From an optimization exercise on the open Yosys and OpenROAD flow, aimed at small area, a short achievable clock period and few clock cycles per item; shortcuts taken in it are not production practice.
In this exercise RTL edits were held to simulation tests only and were not proved equivalent to the original.

## flow/design.v (module list and top-level ports; edited modules follow where they fit)
// module comp_blend: 327 lines
// module cb_fa: 4 lines
// module cb_ha: 4 lines
// module cb_enc20: 33 lines
// module cb_enc16: 27 lines
// module cb_enc16n: 28 lines
// module cb_alpha: 567 lines
// module cb_topup: 493 lines
// module cb_sa: 701 lines
// module cb_loop: 741 lines
// module cb_loopc: 661 lines
module comp_blend (
    input  wire        clk,
    input  wire        rst,           
    input  wire        in_valid,
    output wire        in_ready,
    input  wire        in_last,       
    input  wire        in_l0,         
    input  wire [1:0]  in_mode,       
    input  wire        in_safety,
    input  wire [19:0] in_src_r,      
    input  wire [19:0] in_src_g,
    input  wire [19:0] in_src_b,
    input  wire [1:0]  in_akind,      
    input  wire [7:0]  in_acode,
    input  wire [15:0] in_alpha,      
    input  wire [15:0] in_daylight,   
    input  wire [15:0] in_tw_r,       
    input  wire [15:0] in_tw_g,
    input  wire [15:0] in_tw_b,
    output reg         out_valid,
    input  wire        out_ready,
    output reg  [63:0] out_word
);
  // ...
==> flow/run.sh <==
#!/bin/bash
# synth_recipe.tcl (not shown) runs the flow's synth.tcl, then flattens the netlist and writes it again
# the make line also repeats each setting of config.mk as NAME=value (left out here)
make -C /OpenROAD-flow-scripts/flow DESIGN_CONFIG=/design/flow/config.mk WORK_HOME=/design/flow/orfs CLKGATE_MAP_FILE= SYNTH_SCRIPT=/design/flow/synth_recipe.tcl finish
==> flow/config.mk <==
export PLATFORM = sky130hd
export DESIGN_NAME = comp_blend
export DESIGN_NICKNAME = comp_blend
export VERILOG_FILES = /design/flow/design.v
export SDC_FILE = /design/flow/constraint.sdc
export NUM_CORES = 4
export LEC_CHECK = 0
export CAP_MARGIN = 20
export CORE_MARGIN = 2
export CORE_UTILIZATION = 40
export PLACE_DENSITY = 0.5
export SETUP_SLACK_MARGIN = 5
export SLEW_MARGIN = 20
export SYNTH_HIERARCHICAL = 1
export SYNTH_MINIMUM_KEEP_SIZE = 0
==> flow/constraint.sdc <==
create_clock -name core_clock -period 13.0 [get_ports {clk}]
set_input_delay 2.6000 -clock core_clock [delete_from_list [all_inputs] [get_ports {clk}]]
set_output_delay 2.6000 -clock core_clock [all_outputs]
set_load 0.01 [all_outputs]
==> impl_metrics.csv, run 1 <==
group,metric,value,unit
outcome,status,"timing/DRC/antenna clean",
grt,antenna_violations_before_repair,8,
critical_path,critPathTopFamily,"adder cells",
critical_path,rr_startpoint,"xb_n3[4]",
cts,cts_resized,0,
synthesis,synthDominantCellAreaShare,26.0,%
synthesis,post_synth_most_frequent_cells,"sky130_fd_sc_hd__xnor2_1 (2828), sky130_fd_sc_hd__fa_1 (2310), sky130_fd_sc_hd__a22oi_1 (2218)",
cts,numClockSinks,959,
cts,holdBufCountCts,0,
sta,setup_viol,0,
cts,numCtsBuffers,134,
synthesis,synth.avg_cell_area,9.95,µm²
place,io_buffer_count,224,
synthesis,synth_xor_area_share,15.0,%
route,first_pass_iters,8,
synthesis,synth-seq-area-share,16.1,%
sta,postLayoutSetupSlackWorst,5400,ps
synthesis,synthesized_flop_and_latch_total,959,
place,dpl.hpwl,462000,µm
grt,groute.layer.met2.usage,45.6,%
critical_path,critPathCaptureType,"flop",
grt,globalRoute.busiestLayer,"met2",
grt,grtUsageMet3,4.55,%
synthesis,synthMostInstantiatedCell,"sky130_fd_sc_hd__xnor2_1",
Testbench counts, summed over its fixed seeds: cycles 45,872, planes 45,830.
==> module comp_blend, before the edit <==
module comp_blend (
    input  wire        clk,
    input  wire        rst,           
    input  wire        in_valid,
    output wire        in_ready,
    input  wire        in_last,       
    input  wire        in_l0,         
    input  wire [1:0]  in_mode,       
    input  wire        in_safety,
    input  wire [19:0] in_src_r,      
    input  wire [19:0] in_src_g,
    input  wire [19:0] in_src_b,
    input  wire [1:0]  in_akind,      
    input  wire [7:0]  in_acode,
    input  wire [15:0] in_alpha,      
    input  wire [15:0] in_daylight,   
    input  wire [15:0] in_tw_r,       
    input  wire [15:0] in_tw_g,
    input  wire [15:0] in_tw_b,
    output reg         out_valid,
    input  wire        out_ready,
    output reg  [63:0] out_word
);
    localparam [1:0] OVER = 2'd0, ADD = 2'd1, MUL = 2'd2, MAX = 2'd3;
    reg        rdy;
    assign in_ready = rdy || out_ready;
    wire       acc = in_valid && in_ready;
    wire       adv;                   
    reg        nfirst;
    always @(posedge clk) begin
        if (rst)
            nfirst <= 1'b1;
        else if (acc)
            nfirst <= in_last;
    end
    reg [19:0] a20;
    always @(*) begin
        case (in_akind)
            2'd0:    a20 = 20'hFFFFF;
            2'd1:    a20 = {10{in_acode[1:0]}};
            default: a20 = {in_acode, in_acode, in_acode[7:4]};
        endcase
    end
    wire [8:0] al_o, dy_o, dy_n;
    wire [7:0] al_t, al_n, dy_t;
    cb_enc16  u_eal (.y(in_alpha), .o(al_o), .t(al_t), .n(al_n));
    cb_enc16n u_edy (.y(in_daylight), .o(dy_o), .t(dy_t), .n(dy_n));
    reg        v1, last1, l01, safety1, first1;
    reg [1:0]  mode1;
    reg [19:0] a20_1;
    reg [8:0]  al_o1, dy_o1, dy_n1;
    reg [7:0]  al_t1, al_n1, dy_t1;
    reg [15:0] twr1, twg1, twb1;
    reg [19:0] sr1, sg1, sb1;
    always @(posedge clk) begin
        if (rst)
            v1 <= 1'b0;
        else if (adv)
            v1 <= acc;
        if (adv) begin
            last1   <= in_last;
            l01     <= in_l0;
            safety1 <= in_safety;
            first1  <= nfirst;
            mode1   <= in_mode;
            a20_1   <= a20;
            al_o1   <= al_o;
            al_t1   <= al_t;
            al_n1   <= al_n;
            dy_o1   <= dy_o;
            dy_t1   <= dy_t;
            dy_n1   <= dy_n;
            twr1    <= in_tw_r;
            twg1    <= in_tw_g;
            twb1    <= in_tw_b;
            sr1     <= in_src_r;
            sg1     <= in_src_g;
            sb1     <= in_src_b;
        end
    end
    wire [19:0] a_c;
    cb_alpha u_alpha (.a20(a20_1), .o(al_o1), .t(al_t1), .n(al_n1), .a(a_c));
    wire [10:0] a_o;
    wire [9:0]  a_t, a_n;
    cb_enc20 u_ea (.y(a_c), .o(a_o), .t(a_t), .n(a_n));
    wire [19:0] tr_c, tg_c, tb_c;
    cb_topup u_tr (.s(sr1), .tw(twr1), .o(dy_o1), .t(dy_t1), .n(dy_n1), .so(tr_c));
    cb_topup u_tg (.s(sg1), .tw(twg1), .o(dy_o1), .t(dy_t1), .n(dy_n1), .so(tg_c));
    cb_topup u_tb (.s(sb1), .tw(twb1), .o(dy_o1), .t(dy_t1), .n(dy_n1), .so(tb_c));
    reg        v2, last2, l02, safety2, first2;
    reg [1:0]  mode2;
    reg [19:0] a2, sr2, sg2, sb2;
    reg [10:0] a_o2;
    reg [9:0]  a_t2, a_n2;
    always @(posedge clk) begin
        if (rst)
            v2 <= 1'b0;
        else if (adv)
            v2 <= v1;
        if (adv) begin
            last2   <= last1;
            l02     <= l01;
            safety2 <= safety1;
            first2  <= first1;
            mode2   <= mode1;
            a2      <= a_c;
            a_o2    <= a_o;
            a_t2    <= a_t;
            a_n2    <= a_n;
            sr2     <= l01 ? tr_c : sr1;
            sg2     <= l01 ? tg_c : sg1;
            sb2     <= l01 ? tb_c : sb1;
        end
    end
    wire [39:0] pr, pg, pb;
    cb_sa u_sar (.s(sr2), .o(a_o2), .t(a_t2), .n(a_n2), .p(pr));
    cb_sa u_sag (.s(sg2), .o(a_o2), .t(a_t2), .n(a_n2), .p(pg));
    cb_sa u_sab (.s(sb2), .o(a_o2), .t(a_t2), .n(a_n2), .p(pb));
    reg        vq, lastq, l0q, sfq, firstq;
    reg [1:0]  modeq;
    reg [20:0] invq;
    reg [39:0] prq, pgq, pbq;
    always @(posedge clk) begin
        if (rst)
            vq <= 1'b0;
        else if (adv)
            vq <= v2;
        if (adv) begin
            lastq  <= last2;
            l0q    <= l02;
            sfq    <= safety2 && a2 != 20'd0;
            firstq <= first2;
            modeq  <= mode2;
            invq   <= 21'h100000 - ({1'b0, a2} + {20'd0, a2[19]});
            prq    <= pr;
            pgq    <= pg;
            pbq    <= pb;
        end
    end
    wire [20:0] mr   = {1'b0, prq[39:20]} + invq;
    wire [20:0] mg   = {1'b0, pgq[39:20]} + invq;
    wire [20:0] mb   = {1'b0, pbq[39:20]} + invq;
    wire        over = firstq || modeq == OVER;
    function [20:0] xsel;
        input        first;
        input [1:0]  mode;
        input [20:0] inv;
        input [20:0] m;
        begin
            if (first)
                xsel = 21'd0;
            else if (mode == OVER)
                xsel = inv;
            else if (mode == MUL)
                xsel = m;
            else
                xsel = 21'd0;
        end
    endfunction
    function [39:0] addsel;
        input        over;
        input [1:0]  mode;
        input [39:0] p;
        begin
            if (mode == MUL)
                addsel = 40'h80000;
            else if (over)
                addsel = p;
            else
                addsel = {20'd0, p[39:20]};
        end
    endfunction
    wire [20:0] xr_c = xsel(firstq, modeq, invq, mr);
    wire [20:0] xg_c = xsel(firstq, modeq, invq, mg);
    wire [20:0] xb_c = xsel(firstq, modeq, invq, mb);
    wire [10:0] xr_o, xg_o, xb_o;
    wire [9:0]  xr_t, xg_t, xb_t, xr_n, xg_n, xb_n;
    cb_enc20 u_exr (.y(xr_c[19:0]), .o(xr_o), .t(xr_t), .n(xr_n));
    cb_enc20 u_exg (.y(xg_c[19:0]), .o(xg_o), .t(xg_t), .n(xg_n));
    cb_enc20 u_exb (.y(xb_c[19:0]), .o(xb_o), .t(xb_t), .n(xb_n));
    reg        v3, last3, l03, sf3, first3;
    reg [1:0]  mode3;
    reg        idr3, idg3, idb3;      
    reg [10:0] xr_o3, xg_o3, xb_o3;
    reg [9:0]  xr_t3, xg_t3, xb_t3, xr_n3, xg_n3, xb_n3;
    reg [39:0] ar3, ag3, ab3;
    always @(posedge clk) begin
        if (rst)
            v3 <= 1'b0;
        else if (adv)
            v3 <= vq;
        if (adv) begin
            last3  <= lastq;
            l03    <= l0q;
            sf3    <= sfq;
            first3 <= firstq;
            mode3  <= over ? {modeq[1] & !modeq[0], 1'b0} : modeq;
            idr3   <= xr_c[20];
            idg3   <= xg_c[20];
            idb3   <= xb_c[20];
            xr_o3  <= xr_o;
            xg_o3  <= xg_o;
            xb_o3  <= xb_o;
            xr_t3  <= xr_t;
            xg_t3  <= xg_t;
            xb_t3  <= xb_t;
            xr_n3  <= xr_n;
            xg_n3  <= xg_n;
            xb_n3  <= xb_n;
            ar3    <= addsel(over, modeq, prq);
            ag3    <= addsel(over, modeq, pgq);
            ab3    <= addsel(over, modeq, pbq);
        end
    end
    reg [19:0] dr, dg, db, tr, tg, tb;
    reg        safe, fin;
    wire [19:0] qdr, qdg, qdb, qtr, qtg, qtb;
    cb_loop  u_ldr (.d(dr), .o(xr_o3), .t(xr_t3), .n(xr_n3), .addend(ar3), .r(qdr));
    cb_loop  u_ldg (.d(dg), .o(xg_o3), .t(xg_t3), .n(xg_n3), .addend(ag3), .r(qdg));
    cb_loop  u_ldb (.d(db), .o(xb_o3), .t(xb_t3), .n(xb_n3), .addend(ab3), .r(qdb));
    cb_loopc u_ltr (.d(tr), .o(xr_o3), .t(xr_t3), .n(xr_n3), .r(qtr));
    cb_loopc u_ltg (.d(tg), .o(xg_o3), .t(xg_t3), .n(xg_n3), .r(qtg));
    cb_loopc u_ltb (.d(tb), .o(xb_o3), .t(xb_t3), .n(xb_n3), .r(qtb));
    function [39:0] blend;
        input [1:0]  mode;
        input        l0;
        input        ident;       
        input [19:0] qd;
        input [19:0] qt;
        input [19:0] v;
        input [19:0] d;
        input [19:0] t;
        reg   [20:0] sum;
        reg   [19:0] nd, nt;
        begin
            case (mode)
                ADD: begin
                    sum = {1'b0, d} + {1'b0, v};
                    nd  = sum[20] ? 20'hFFFFF : sum[19:0];
                    nt  = t;
                end
                MAX: begin
                    if (v > d) begin
                        nd = v;
                        nt = 20'd0;
                    end else begin
                        nd = d;
                        nt = t;
                    end
                end
                default: begin
                    nd = ident ? d : qd;
                    nt = ident ? t : qt;
                end
            endcase
            blend = {l0 ? nd : nt, nd};
        end
    endfunction
    wire [39:0] br = blend(mode3, l03, idr3, qdr, qtr, ar3[19:0], dr, tr);
    wire [39:0] bg = blend(mode3, l03, idg3, qdg, qtg, ag3[19:0], dg, tg);
    wire [39:0] bb = blend(mode3, l03, idb3, qdb, qtb, ab3[19:0], db, tb);
    reg        pv, psafe;
    reg [59:0] pd;
    reg [21:0] psd;
    reg [25:0] ph;
    wire        space = !pv || !out_valid || out_ready;
    wire        push  = fin && space;
    wire        lacc  = v3 && (!fin || push);
    assign      adv   = !v3 || lacc;
    wire        pmove = pv && (!out_valid || out_ready);
    wire [25:0] sd1 = {4'd0, psd};
    wire [25:0] sd3 = sd1 + {3'd0, psd, 1'b0};
    wire [25:0] sd5 = sd1 + {2'd0, psd, 2'b0};
    wire [25:0] sd7 = {1'd0, psd, 3'b0} - sd1;
    wire [8:1]  ge;
    assign ge[1] = ph >= sd1;
    assign ge[2] = ph >= {3'd0, psd, 1'b0};
    assign ge[3] = ph >= sd3;
    assign ge[4] = ph >= {2'd0, psd, 2'b0};
    assign ge[5] = ph >= sd5;
    assign ge[6] = ph >= {sd3[24:0], 1'b0};
    assign ge[7] = ph >= sd7;
    assign ge[8] = ph >= {1'd0, psd, 3'b0};
    reg [3:0] share;
    always @(*) begin
        if (psd == 22'd0)
            share = 4'd0;
        else
            share = ge[8] ? 4'd8 : ge[7] ? 4'd7 : ge[6] ? 4'd6 : ge[5] ? 4'd5 :
                    ge[4] ? 4'd4 : ge[3] ? 4'd3 : ge[2] ? 4'd2 : ge[1] ? 4'd1 : 4'd0;
    end
    wire [21:0] sum_d = dr + dg + db;
    wire [21:0] sum_t = tr + tg + tb;
    wire fin_n = lacc ? last3 : (fin && !push);
    wire pv_n  = push || (pv && !pmove);
    wire ov_n  = pmove || (out_valid && !out_ready);
    always @(posedge clk) begin
        if (rst) begin
            fin       <= 1'b0;
            pv        <= 1'b0;
            out_valid <= 1'b0;
            rdy       <= 1'b1;
        end else begin
            fin       <= fin_n;
            pv        <= pv_n;
            out_valid <= ov_n;
            rdy       <= !(fin_n && pv_n && ov_n);
        end
        if (lacc) begin
            dr   <= br[19:0];
            dg   <= bg[19:0];
            db   <= bb[19:0];
            tr   <= br[39:20];
            tg   <= bg[39:20];
            tb   <= bb[39:20];
            safe <= (safe && !first3) || sf3;
        end
        if (push) begin
            pd    <= {db, dg, dr};
            psafe <= safe;
            psd   <= sum_d;
            ph    <= {1'b0, sum_t, 3'd0} + {5'd0, sum_d[21:1]};
        end
        if (pmove)
            out_word <= {psafe ? 4'hF : share, pd};
    end
endmodule
==> run 2, diff against run 1 <==
--- a/flow/design.v
+++ b/flow/design.v
@@ -175,2 +175,6 @@
     wire [20:0] xb_c = xsel(firstq, modeq, invq, mb);
+    wire        prod   = over || modeq == MUL;
+    wire        tsel_r = prod && !xr_c[20];
+    wire        tsel_g = prod && !xg_c[20];
+    wire        tsel_b = prod && !xb_c[20];
     wire [10:0] xr_o, xg_o, xb_o;
@@ -182,3 +186,4 @@
     reg [1:0]  mode3;
-    reg        idr3, idg3, idb3;      
+    reg        tsr3, tsg3, tsb3;      
+    reg        tlr3, tlg3, tlb3, tnr3, tng3, tnb3;
     reg [10:0] xr_o3, xg_o3, xb_o3;
@@ -197,5 +202,11 @@
             mode3  <= over ? {modeq[1] & !modeq[0], 1'b0} : modeq;
-            idr3   <= xr_c[20];
-            idg3   <= xg_c[20];
-            idb3   <= xb_c[20];
+            tsr3   <= tsel_r;
+            tsg3   <= tsel_g;
+            tsb3   <= tsel_b;
+            tlr3   <= tsel_r && l0q;
+            tlg3   <= tsel_g && l0q;
+            tlb3   <= tsel_b && l0q;
+            tnr3   <= tsel_r && !l0q;
+            tng3   <= tsel_g && !l0q;
+            tnb3   <= tsel_b && !l0q;
             xr_o3  <= xr_o;
@@ -226,3 +237,5 @@
         input        l0;
-        input        ident;       
+        input        tsel;
+        input        tl0;
+        input        tnl;
         input [19:0] qd;
@@ -233,3 +246,3 @@
         reg   [20:0] sum;
-        reg   [19:0] nd, nt;
+        reg   [19:0] od, ot, oo, nd, nt;
         begin
@@ -238,4 +251,4 @@
                     sum = {1'b0, d} + {1'b0, v};
-                    nd  = sum[20] ? 20'hFFFFF : sum[19:0];
-                    nt  = t;
+                    od  = sum[20] ? 20'hFFFFF : sum[19:0];
+                    ot  = t;
                 end
@@ -243,7 +256,7 @@
                     if (v > d) begin
-                        nd = v;
-                        nt = 20'd0;
+                        od = v;
+                        ot = 20'd0;
                     end else begin
-                        nd = d;
-                        nt = t;
+                        od = d;
+                        ot = t;
                     end
@@ -251,12 +264,15 @@
                 default: begin
-                    nd = ident ? d : qd;
-                    nt = ident ? t : qt;
+                    od = d;
+                    ot = t;
                 end
             endcase
-            blend = {l0 ? nd : nt, nd};
+            oo = l0 ? od : ot;
+            nd = tsel ? qd : od;
+            nt = ({20{tl0}} & qd) | ({20{tnl}} & qt) | ({20{!tsel}} & oo);
+            blend = {nt, nd};
         end
     endfunction
-    wire [39:0] br = blend(mode3, l03, idr3, qdr, qtr, ar3[19:0], dr, tr);
-    wire [39:0] bg = blend(mode3, l03, idg3, qdg, qtg, ag3[19:0], dg, tg);
-    wire [39:0] bb = blend(mode3, l03, idb3, qdb, qtb, ab3[19:0], db, tb);
+    wire [39:0] br = blend(mode3, l03, tsr3, tlr3, tnr3, qdr, qtr, ar3[19:0], dr, tr);
+    wire [39:0] bg = blend(mode3, l03, tsg3, tlg3, tng3, qdg, qtg, ag3[19:0], dg, tg);
+    wire [39:0] bb = blend(mode3, l03, tsb3, tlb3, tnb3, qdb, qtb, ab3[19:0], db, tb);
     reg        pv, psafe;
@@ -270,15 +286,16 @@
     wire        pmove = pv && (!out_valid || out_ready);
-    wire [25:0] sd1 = {4'd0, psd};
-    wire [25:0] sd3 = sd1 + {3'd0, psd, 1'b0};
-    wire [25:0] sd5 = sd1 + {2'd0, psd, 2'b0};
-    wire [25:0] sd7 = {1'd0, psd, 3'b0} - sd1;
-    wire [8:1]  ge;
-    assign ge[1] = ph >= sd1;
-    assign ge[2] = ph >= {3'd0, psd, 1'b0};
-    assign ge[3] = ph >= sd3;
-    assign ge[4] = ph >= {2'd0, psd, 2'b0};
-    assign ge[5] = ph >= sd5;
-    assign ge[6] = ph >= {sd3[24:0], 1'b0};
-    assign ge[7] = ph >= sd7;
-    assign ge[8] = ph >= {1'd0, psd, 3'b0};
+    wire [26:0] h27 = {1'b0, ph};
+    wire [26:0] s1  = {5'd0, psd};
+    wire [26:0] s2  = {4'd0, psd, 1'b0};
+    wire [26:0] s4  = {3'd0, psd, 2'b0};
+    wire [26:0] s8  = {2'd0, psd, 3'b0};
+    wire [26:0] c1  = h27 - s1;
+    wire [26:0] c2  = h27 - s2;
+    wire [26:0] c3  = h27 - s2 - s1;
+    wire [26:0] c4  = h27 - s4;
+    wire [26:0] c5  = h27 - s4 - s1;
+    wire [26:0] c6  = h27 - s4 - s2;
+    wire [26:0] c7  = h27 - s8 + s1;
+    wire [26:0] c8  = h27 - s8;
+    wire [8:1]  ge  = ~{c8[26], c7[26], c6[26], c5[26], c4[26], c3[26], c2[26], c1[26]};
     reg [3:0] share;
@@ -292,3 +309,6 @@
     wire [21:0] sum_d = dr + dg + db;
-    wire [21:0] sum_t = tr + tg + tb;
+    wire        lsb_c = (dr[0] & dg[0]) | (dr[0] & db[0]) | (dg[0] & db[0]);
+    wire [25:0] h_n   = {3'd0, tr, 3'd0} + {3'd0, tg, 3'd0} + {3'd0, tb, 3'd0} +
+                        {7'd0, dr[19:1]} + {7'd0, dg[19:1]} + {7'd0, db[19:1]} +
+                        {25'd0, lsb_c};
     wire fin_n = lacc ? last3 : (fin && !push);
@@ -321,3 +341,3 @@
             psd   <= sum_d;
-            ph    <= {1'b0, sum_t, 3'd0} + {5'd0, sum_d[21:1]};
+            ph    <= h_n;
         end
==> flow/flow/run.sh (new file) <==
#!/bin/bash
set -euo pipefail
bash standard.sh SETUP_SLACK_MARGIN=7 finish > standard.log 2>&1
==> flow/standard.sh (new file) <==
#!/bin/bash
# synth_recipe.tcl (not shown) runs the flow's synth.tcl, then flattens the netlist and writes it again
# the make line also repeats each setting of config.mk as NAME=value (left out here)
make -C /OpenROAD-flow-scripts/flow DESIGN_CONFIG=/design/flow/config.mk WORK_HOME=/design/flow/orfs CLKGATE_MAP_FILE= SYNTH_SCRIPT=/design/flow/synth_recipe.tcl "${@:-finish}"
--- a/flow/config.mk
+++ b/flow/config.mk
@@ -11,3 +11,2 @@
 export PLACE_DENSITY = 0.5
-export SETUP_SLACK_MARGIN = 5
 export SLEW_MARGIN = 20
removed: flow/run.sh
==> impl_metrics.csv, run 2 <==
group,metric,value,unit
outcome,status,"timing/DRC/antenna clean",
cts,clk_latency,990,ps
critical_path,reg2reg_slack,6590,ps
place,place_worst_setup_slack,5600,ps
synthesis,post_synth_most_frequent_cells,"sky130_fd_sc_hd__xnor2_1 (2828), sky130_fd_sc_hd__fa_1 (2343), sky130_fd_sc_hd__a22oi_1 (2219)",
route,drt_wl_total,705000,µm
sta,finalClockSkew,122,ps
critical_path,rr_worst_depth,19,
synthesis,synthesized_flop_and_latch_total,968,
synthesis,yosys.area_share.adder,36.1,%
synthesis,synth-seq-area-share,16.4,%
critical_path,path_class,"reg2reg",
sta,postLayoutSetupSlackWorst,6590,ps
min_path,worst_hold_startpoint,"pd[17]",
synthesis,synthMostInstantiatedCell,"sky130_fd_sc_hd__xnor2_1",
die,fp.dieArea,447000,µm²
place,dpl.hpwl,451000,µm
layout,largest_register,"out_word",
die,rows,243,
route,drtIter0Drc,15675,
place,cell_area_after_placement,183000,µm²
layout,layout.cells.most_common,"sky130_fd_sc_hd__xnor2_1",
sta,setup_viol,0,
synthesis,mappedNetlistArea,177000,µm²
grt,grt_start_max_net_pins,147,
synthesis,yosys-mux-area-fraction,0.710,%
layout,post_route_cells_drive_above_1_share,15.8,%
critical_path,crit_required,13720,ps
place,io_buffer_count,224,
grt,grt_overflow_total,0,
layout,area_growth,17.1,%
cts,h-tree-depth,3,
die,die_y,668,µm
synthesis,yosys.cell_types.count,117,
cts,numClockSinks,968,
job,number_of_max_cap_violations,0,
synthesis,main_combinational_cell_family_by_area_after_synthesis,"adder cells",
sta,timing.setup.tns,0,ps
route,detailroute.wirelength.met3,67000,µm
die,pin_count,225,
cts,numCtsBuffers,123,
synthesis,synthCells,17691,
min_path,whs_path_depth,0,
place,place.gp.congestion,0.914,
synthesis,synth.largest_area_cell,"sky130_fd_sc_hd__fa_1",
critical_path,rr_startpoint,"xb_t3[4]",
synthesis,synth_xor_area_share,15.0,%
sta,maxSlewViolCount,0,
sta,finalCritPeriodShare,49.3,%
min_path,hold_path_class,"reg2reg",
cts,holdBufCountCts,0,
grt,grt_use_total,30.0,%
route,routed-via-count,145039,
synthesis,synth_flop_cell,"sky130_fd_sc_hd__edfxtp_1",
synthesis,postSynth.asyncResetShare,0,%
grt,antenna_violations_before_repair,25,
grt,grt_first_pass_wirelength,1000000,µm
critical_path,critPathCaptureType,"flop",
synthesis,synth_area_leaders,"sky130_fd_sc_hd__fa_1 (27%), sky130_fd_sc_hd__edfxtp_1 (16%), sky130_fd_sc_hd__xnor2_1 (14%), sky130_fd_sc_hd__ha_1 (9.5%), sky130_fd_sc_hd__a22oi_1 (9.4%)",
synthesis,synth.avg_cell_area,9.98,µm²
sta,worst_pin_slew,1180,ps
route,first_pass_iters,9,
route,routed_wire_length_per_instance,29.8,µm
layout,nFillCells,40849,
cts,cts.clk_slew.worst_paths,60,ps
route,post-route-drc-count,0,
synthesis,synth_compound_area_share,18.8,%
cts,clock_tree.root_cell,"sky130_fd_sc_hd__clkbuf_16",
critical_path,worstPathArrival,7140,ps
grt,number_of_global_route_vias_before_repair,146062,
sta,min_period,6410,ps
sta,timing.final.hold_violations,0,
layout,nNetsFinal,21525,
critical_path,worst_setup_path_start_kind,"flop",
die,die_w,668,µm
route,drtAntennaViolNets,0,
synthesis,synth-warning-count,7,
layout,layout.cells.most_common_list,"sky130_fd_sc_hd__xnor2_1 (2707), sky130_fd_sc_hd__fa_1 (2102), sky130_fd_sc_hd__a22oi_1 (1986)",
synthesis,synthesis.nets,21540,
cts,tritoncts,"done",
layout,reg.largest.list,"out_word (64), pd (60)",
synthesis,synthDominantCellAreaShare,26.6,%
sta,rsz0062_at_grt,"yes",
layout,layout.cell_area.non_filler,207000,µm²
critical_path,reg2reg_to,"tb[18]",
cts,clock_path_buffers,4,
min_path,min_to,"out_word[17]",
die,core_area,439000,µm²
synthesis,number_of_enable_type_register_cells_in_the_synthesized_netlist,959,
route,route.layer.met1.wl,285000,µm
layout,largest_register_ff_count,64,
sta,maxClockFrequency,0.156,GHz
sta,max-slew-margin-rel,20.8,%
route,maxUsedRoutingLayer,"met5",
route,detailroute.wirelength.met2,313000,µm
critical_path,crit_path_max_fanout,4,
route,avgViaCountPerCell,6.13,
synthesis,synthSimpleGateAreaFrac,7.23,%
die,initial_core_util,40.2,%
[run 2: logic make-up (layout without fill, tap and decap cells)]
logic type	after synthesis	count (layout)
AO/OA/AOI/OAI	4686	4686
other	0	11
multiplexers	113	113
buffers and inverters	2555	2635
flip-flops	968	968
XOR/XNOR	3031	3031
adder cells (fa/ha/maj)	3691	3691
AND/OR/NAND/NOR	2647	2650
[run 2: worst max path at each step]
stage / cells past startpoint / end / start / slack, ps
after CTS: 22 / tr[17] / xr_o3[4] / 6770
after global routing: 22 / tr[17] / xr_o3[4] / 6500
after global placement: 17 / sg2[17] / dy_n1[1] / 5520
final: 19 / tb[18] / xb_t3[4] / 6590
after floorplan: 3 / a20_1[11] / out_ready / -15600
after detailed placement: 17 / sg2[17] / dy_n1[1] / 5600
[run 2: critical path, stage by stage (launching register included)]
cell	delay, ps
sky130_fd_sc_hd__edfxtp_1	500
sky130_fd_sc_hd__buf_6	170
sky130_fd_sc_hd__clkbuf_16	150
sky130_fd_sc_hd__a22oi_2	210
sky130_fd_sc_hd__xnor2_2	170
sky130_fd_sc_hd__fa_2	480
sky130_fd_sc_hd__fa_2	360
sky130_fd_sc_hd__fa_2	560
sky130_fd_sc_hd__fa_1	450
sky130_fd_sc_hd__fa_1	540
sky130_fd_sc_hd__ha_4	310
sky130_fd_sc_hd__nand4_1	170
sky130_fd_sc_hd__or4_4	650
sky130_fd_sc_hd__a311oi_4	350
sky130_fd_sc_hd__nor3_4	100
sky130_fd_sc_hd__o21ai_4	210
sky130_fd_sc_hd__a2111o_1	210
sky130_fd_sc_hd__o311ai_4	120
sky130_fd_sc_hd__a22o_1	230
sky130_fd_sc_hd__a221o_1	250
[run 2: routing by layer]
metal	track usage [%]	vias up
li1	-	62200
met1	40.0	73302
met2	47.1	7895
met3	5.82	1626
met4	13.3	16
met5	0	-
[run 2: area by class of cell]
type | count | area, µm² | share of cell area [%]
antenna | 11 | 27.5 | 0.0133
multi-input combinational | 14171 | 145000 | 70.0
clock buffer | 151 | 3230 | 1.56
tap | 5880 | 7360 | 3.56
clock inverter | 72 | 783 | 0.379
timing repair buffer | 1472 | 18100 | 8.75
inverter | 940 | 3540 | 1.71
sequential | 968 | 29000 | 14.0
[run 2: per-module statistics from Yosys (local to each module, per instance), excerpt]
| module | times used | cells inside | area, µm² | flip-flops and latches |
|---|---|---|---|---|
| comp_blend | 1 | 4193 | 52000 | 968 |
| cb_sa | 3 | 926 | 6370 | 0 |
| cb_loop | 3 | 847 | 5900 | 0 |
| cb_loopc | 3 | 840 | 5810 | 0 |
| cb_alpha | 1 | 738 | 5050 | 0 |
| cb_topup | 3 | 687 | 4730 | 0 |
| cb_enc20 | 4 | 49 | 342 | 0 |
| cb_ha | 315 | 1 | 12.5 | 0 |
[run 2: per-stage QoR]
stage	instances	hold slack, ps	utilization [%]
6_report	23665	412	47.1
5_1_grt	23655	423	47.1
4_1_cts	23345	414	45.3
3_5_place_dp	22572	405	41.6
3_3_place_gp	22571	402	41.6
2_1_floorplan	17691	400	-
[run 2: repair_timing]
item                                    4_1_cts  5_1_grt
gates resized for setup                    1130     1020
gates cloned                                 76       48
endpoints found under the setup margin      287      215
setup buffers                               474      261
pin swaps                                   184      468
Testbench counts of run 2, summed over its fixed seeds: cycles 45,872, planes 45,830.
==> run 3, diff against run 2 <==
==> flow/flow/run.sh (replaced) <==
#!/bin/bash
set -euo pipefail
bash standard.sh SETUP_SLACK_MARGIN=6.75 finish > standard.log 2>&1
==> impl_metrics.csv, run 3 <==
group,metric,value,unit
cts,numClockSinks,968,
route,drtAntennaViolNets,0,
synthesis,synth.avg_cell_area,9.98,µm²
cts,numCtsBuffers,135,
cts,holdBufCountCts,0,
sta,maxClockFrequency,0.159,GHz
grt,number_of_global_route_vias_before_repair,144191,
grt,grt_use_total,28.8,%
synthesis,synth-seq-area-share,16.4,%
critical_path,timing.critical_path.mode_cell,"sky130_fd_sc_hd__fa_1",
layout,nFillCells,41667,
critical_path,crit_required,13650,ps
synthesis,number_of_enable_type_register_cells_in_the_synthesized_netlist,959,
sta,finalCritPeriodShare,48.4,%
sta,rsz0062_at_grt,"yes",
die,core_area,439000,µm²
die,pin_count,225,
die,initial_core_util,40.2,%
cts,cts.clk_slew.worst_paths,60,ps
synthesis,yosys.cell_types.count,117,
layout,final_cell_count_no_fill,23331,
job,number_of_max_cap_violations,0,
route,drtIter0Drc,13833,
synthesis,postSynth.asyncResetShare,0,%
place,io_buffer_count,224,
place,place_worst_setup_slack,5530,ps
layout,area_growth,12.5,%
cts,tritoncts,"done",
grt,grt_overflow_total,0,
outcome,status,"timing/DRC/antenna clean",
layout,post_route_cells_drive_above_1_share,11.0,%
place,placedCellCount,22578,
synthesis,synth-warning-count,7,
sta,timing.final.hold_violations,0,
critical_path,crit_path_max_fanout,26,
grt,grt_first_pass_wirelength,973000,µm
sta,maxSlewViolCount,0,
route,routed_wire_length_per_instance,29.0,µm
critical_path,cp_slowest_stage_delay,550,ps
critical_path,cp_slowest_cell,"sky130_fd_sc_hd__fa_2",
synthesis,synthesized_flop_and_latch_total,968,
layout,multiInputGateArea,141000,µm²
critical_path,critPathCaptureType,"flop",
layout,layout.cells.most_common,"sky130_fd_sc_hd__xnor2_1",
route,routed-via-count,141548,
critical_path,cp_num_buf_inv,1,
layout,layout.cells.most_common_list,"sky130_fd_sc_hd__xnor2_1 (2764), sky130_fd_sc_hd__fa_1 (2255), sky130_fd_sc_hd__a22oi_1 (2081)",
die,rows,243,
critical_path,path_class,"reg2reg",
die,die_w,668,µm
synthesis,synth_area_leaders,"sky130_fd_sc_hd__fa_1 (27%), sky130_fd_sc_hd__edfxtp_1 (16%), sky130_fd_sc_hd__xnor2_1 (14%), sky130_fd_sc_hd__ha_1 (9.5%), sky130_fd_sc_hd__a22oi_1 (9.4%)",
layout,largest_register_ff_count,64,
synthesis,synthCells,17691,
critical_path,crit_chain,"buf_8 > a22oi_2 > xnor2_1 > fa_1 > fa_2 > fa_2 > fa_1 > fa_1 > ha_4 > nand4_1 > or4_4 > a311oi_4 > nor3_4 > o21ai_4 > a21oi_2 > xnor2_2 > a22oi_2 > nand2_1 > a21oi_1 > a21oi_1 > o31a_1",
sta,max-slew-margin-rel,22.3,%
synthesis,synth_flop_cell,"sky130_fd_sc_hd__edfxtp_1",
layout,reg.largest.list,"out_word (64), pd (60)",
route,drt_wl_total,675000,µm
synthesis,synthDominantCellAreaShare,26.6,%
layout,layout.area.seq,29000,µm²
route,first_pass_iters,6,
place,cell_area_after_placement,183000,µm²
synthesis,post_synth_most_frequent_cells,"sky130_fd_sc_hd__xnor2_1 (2828), sky130_fd_sc_hd__fa_1 (2343), sky130_fd_sc_hd__a22oi_1 (2219)",
synthesis,synthMostInstantiatedCell,"sky130_fd_sc_hd__xnor2_1",
layout,layout.cell_area.non_filler,199000,µm²
cts,clock_tree.root_cell,"sky130_fd_sc_hd__clkbuf_16",
route,avgViaCountPerCell,6.07,
grt,antenna_violations_before_repair,16,
critical_path,critPathTopFamily,"adder cells",
place,place.gp.congestion,0.911,
critical_path,worstPathArrival,6950,ps
die,die_y,668,µm
grt,grt_start_max_net_pins,146,
cts,h-tree-depth,4,
layout,largest_register,"out_word",
min_path,hold_path_class,"reg2reg",
synthesis,synth.largest_area_cell,"sky130_fd_sc_hd__fa_1",
sta,postLayoutSetupSlackWorst,6710,ps
sta,worst_pin_slew,1150,ps
sta,timing.setup.tns,0,ps
critical_path,worst_setup_path_start_kind,"flop",
synthesis,synthesis.nets,21540,
die,fp.dieArea,447000,µm²
place,dpl.hpwl,453000,µm
route,post-route-drc-count,0,
sta,finalClockSkew,101,ps
layout,nNetsFinal,21198,
cts,clock_path_buffers,4,
cts,clk_latency,940,ps
sta,min_period,6290,ps
sta,setup_viol,0,
synthesis,mappedNetlistArea,177000,µm²
[run 3: metrics by stage]
step                      util (%)  hold slack (ps)
after floorplan                  -              400
after global placement        41.6              401
after detailed placement      41.6              405
after CTS                     43.9              407
after global routing          45.3              417
final                         45.3              402
[run 3: final cells by class]
cell class	instances	share of cell area [%]
multi-input cells	14171	71.0
diodes	4	0.00504
well taps	5880	3.70
clock buffers	153	1.75
flip-flops and latches	968	14.6
inverters	940	1.78
clock inverters	82	0.412
repair buffers	1133	6.73
[run 3: Yosys stat by module, one instance, submodules excluded]
module | flops+latches | cells inside | times used | area, µm²
comp_blend | 968 | 4193 | 1 | 52000
cb_enc16 | 0 | 39 | 1 | 272
cb_fa | 0 | 1 | 2256 | 20.0
cb_alpha | 0 | 738 | 1 | 5050
cb_loop | 0 | 847 | 3 | 5900
cb_sa | 0 | 926 | 3 | 6370
cb_ha | 0 | 1 | 315 | 12.5
cb_topup | 0 | 687 | 3 | 4730
cb_enc16n | 0 | 54 | 1 | 318
cb_loopc | 0 | 840 | 3 | 5810
cb_enc20 | 0 | 49 | 4 | 342
[run 3: repair_timing]
item | in CTS | in global routing
endpoints found under the setup margin | 246 | 200
cloned | 31 | 41
buffers inserted | 261 | 181
resized for setup | 551 | 729
pin swaps | 44 | 196
[run 3: path summary, 6_finish.rpt]
path / start / to / slack, ps / depth (start not counted)
max: dr[6] / tr[17] / 6710 / 21
min: first2 / firstq / 400 / 0
max reg2reg: dr[6] / tr[17] / 6710 / 21
min reg2reg: first2 / firstq / 400 / 0
[run 3: layer usage]
metal / up-vias / global-route usage, % / wire [µm]
li1: 61458 / - / -
met2: 6827 / 46.2 / 306000
met1: 71906 / 38.8 / 282000
met3: 1349 / 4.97 / 57100
met4: 8 / 11.2 / 30800
met5: - / 0 / 56
[run 3: logic make-up after synthesis]
family                   synth area share [%]
XOR/XNOR                                 15.0
AO/OA/AOI/OAI                            18.8
multiplexers                            0.710
AND/OR/NAND/NOR                          7.23
buffers and inverters                    5.70
adder cells (fa/ha/maj)                  36.1
flip-flops                               16.4

==> afterwards: timing with drivers on the ports <==
The flow's constraints put no driver on any port. The routed layouts listed below were extracted and timed again, unchanged, in two steps.
Step 1 assumes that a clkbuf_16 drives the clock port and a buf_2 every other input.
Step 2 moves the port delays by t, midway between the first and last clock arrival at a register: inputs arrive t later, outputs are due t later. That takes back most of the time a late clock gives input paths.
Slacks: ideal ports / drivers / drivers and shift; pairs: ideal ports / drivers.
run | t, ns | slack for setup (ns) | worst data-port slew with drivers (ns)
run 1 | 1.012 | 5.400 / 5.400 / 5.400 | 0.08
run 2 | 1.042 | 6.586 / 6.586 / 6.586 | 0.11
run 3 | 1.006 | 6.709 / 6.709 / 6.709 | 0.11
After both steps setup and hold are still met in every run listed.
